This is an optimization exercise on Yosys and OpenROAD, whose aim is small area, a short achievable clock period and few clock cycles per item, not a production implementation.
Function was checked by simulation only, so behaviour that the tests miss may differ from the original.
Power is estimated from default activity; no workload was simulated.

job 4857:
==> flow/design.v (excerpt) <==
module zlc_tilechk (
    input  wire         clk,
    input  wire         rst,          
    input  wire [15:0]  cfg_lenm1,    
    input  wire         in_valid,
    output wire         in_ready,
    input  wire [255:0] in_data,      
    input  wire         in_first,
    input  wire         in_last,
    output wire         res_valid,
    output wire [2:0]   res_check,    
    output wire [31:0]  res_crc       
);
    assign in_ready = 1'b1;
    reg         v_q;                  
    reg         last_q, first_q;
    reg         hdr_q;                
    reg         hold_q;               
    reg  [31:0] y_q;                  
    reg  [31:0] field_q;              
    reg         poison_q;             
    reg         ok_a_q, bounds_q, big_q, nnz0_q;
    reg  [13:0] nm1_q, nnzm1_q;
    reg  [6:0]  lx_q, hx_q;
    reg  [1:0]  kv_q;
    reg  [6:0]  pum1_q;
    reg  [2:0]  hfail_q;              
    reg  [7:0]  rem_q;                
    wire        hdr_now = v_q ? last_q : hold_q;
    wire        take    = in_valid && !rst;
    wire        after_hdr = hdr_q && !hdr_now;
    wire [31:0] s_in = hdr_now ? 32'hFFFF_FFFF :
                       hdr_q   ? field_q : y_q;
    wire [31:0] u_in = after_hdr ? y_q : 32'd0;
    wire [31:0] y_n;
    tc_crc_step u_crc (
        .s (s_in),
        .d (in_data),
        .u (u_in),
        .y (y_n)
    );
    wire        ok_a, bounds_ok, big, nnz0;
    wire [13:0] nm1, nnzm1;
    wire [6:0]  lx, hx;
    wire [1:0]  kv;
    tc_header_a u_hdr_a (
        .hdr (in_data), .lenm1 (cfg_lenm1),
        .ok_a (ok_a), .bounds_ok (bounds_ok), .nm1 (nm1), .big (big),
        .kv (kv), .lx (lx), .hx (hx), .nnzm1 (nnzm1), .nnz0 (nnz0)
    );
    always @(posedge clk) begin
        v_q      <= take;
        last_q   <= in_last;
        first_q  <= in_first;
  ...
Size in the first run: ~3000 cells after synthesis, ~310 I/O pins.
==> flow/config.mk <==
export PLATFORM = sky130hd
export DESIGN_NAME = zlc_tilechk
export DESIGN_NICKNAME = zlc_tilechk
export VERILOG_FILES = /design/flow/design.v
export SDC_FILE = /design/flow/constraint.sdc
export NUM_CORES = 4
export LEC_CHECK = 0
export ABC_CLOCK_PERIOD_IN_PS = 30000
export CAP_MARGIN = 20
export CORE_MARGIN = 2
export CORE_UTILIZATION = 40
export SLEW_MARGIN = 20
export TNS_END_PERCENT = 5
==> flow/constraint.sdc <==
create_clock -name core_clock -period 50.0 [get_ports {clk}]
set_input_delay 10.0000 -clock core_clock [delete_from_list [all_inputs] [get_ports {clk}]]
set_output_delay 10.0000 -clock core_clock [all_outputs]
set_load 0.01 [all_outputs]
standard.sh (not shown) runs the stock make flow with config.mk's settings and CLKGATE_MAP_FILE= SYNTH_SCRIPT=/design/flow/synth_recipe.tcl, a recipe that flattens the netlist after the stock synthesis.
==> flow/flow/run.sh <==
#!/bin/bash
# Standard layout, with the ports buffered by sky130_fd_sc_hd__buf_2
# instead of the buffer that buffer_ports picks by default, and ORFS's timing
# repair aiming at a setup slack of SETUP_SLACK_MARGIN ns at the design's period.
set -e
export BUFFER_PORTS_ARGS="-buffer_cell sky130_fd_sc_hd__buf_2"
export SETUP_SLACK_MARGIN=36.5
bash standard.sh > standard.log 2>&1
Testbench counts of job 4857, summed over its fixed seeds: cycles 66,901, entries 66,893.
--- input diff job 4857..job 2770 ---
- TNS_END_PERCENT: 5 -> unset
--- a/flow/flow/run.sh
+++ b/flow/flow/run.sh
@@ -7 +7 @@
-export SETUP_SLACK_MARGIN=36.5
+export SETUP_SLACK_MARGIN=36.3
==> comparison <==
On met1 usage: between job 4857 and job 2770, it ends up higher for job 4857. Multi-input combinational cell area for job 2770: about 0.45% up relative to job 4857. Summary of job 2770 over job 4857: sequential cell fraction of total power shows a reduction of 0.2 points; setup slack of the critical path after layout went up by 0.022 ns; wire length went down; via count down about 0.8%; portion of total power attributed to combinational logic essentially unchanged. Job 2770: post-route minimum period is 0.022 ns lower than what job 4857 reported. ~same critical path data required time in job 4857 and job 2770.
[inputs] job 1242 vs job 2770
--- a/flow/flow/run.sh
+++ b/flow/flow/run.sh
@@ -7 +7 @@
-export SETUP_SLACK_MARGIN=36.3
+export SETUP_SLACK_MARGIN=36.0
### Flow results
Job 1242 packs its core more loosely than job 2770. Global-route wire length before repair: lower on job 2770. In the tables for job 2770 and job 1242, post-CTS resize count reads lower with job 1242.
Setup changes, job 1242 to job 8240
- putting TNS_END_PERCENT at 5 where nothing was set
### Flow results
- Per the final summary, job 8240 finished and its layout is clean on timing, DRC and antenna.
- Looking at the reports, job 1242 completed the entire flow and the layout it produced met the timing, design-rule and antenna checks.
- Diff job 1242..job 8240 | count of cell instances traversed by the critical path | unchanged
- As far as hold buffer count at CTS goes, job 1242 and job 8240 are indistinguishable; the numbers are identical.
- Summary of job 8240 over job 1242: power held steady; average instance area after synthesis held steady; leakage power held steady.

[separate check: timing with driven ports]
Ports are ideal in the flow. The routed layouts listed here were re-timed in OpenROAD.
Step 1 (the two cells are an assumption about what drives the block):
set clk [get_ports {clk}]
set_driving_cell -lib_cell sky130_fd_sc_hd__clkbuf_16 $clk
set_driving_cell -lib_cell sky130_fd_sc_hd__buf_2 [delete_from_list [all_inputs] $clk]
Step 2 moves the port delays by t, midway between the first and last clock arrival at a register: inputs arrive t later, outputs are due t later. That takes back most of the time a late clock gives input paths.
Slacks: ideal / step 1 / step 2; pairs: ideal / step 1.
| run | t, ns | setup WS [ns] | worst hold slack (ns) |
|---|---|---|---|
| job 4857 | 0.499 | 36.138 / 36.173 / 35.674 | 0.548 / 0.548 / 0.548 |
| job 2770 | 0.480 | 36.160 / 36.180 / 35.700 | 0.524 / 0.524 / 0.524 |
| job 1242 | 0.499 | 36.119 / 36.148 / 35.649 | 0.560 / 0.560 / 0.560 |
| job 8240 | 0.499 | 36.119 / 36.148 / 35.649 | 0.560 / 0.560 / 0.560 |
After both steps setup and hold are still met in every run listed.
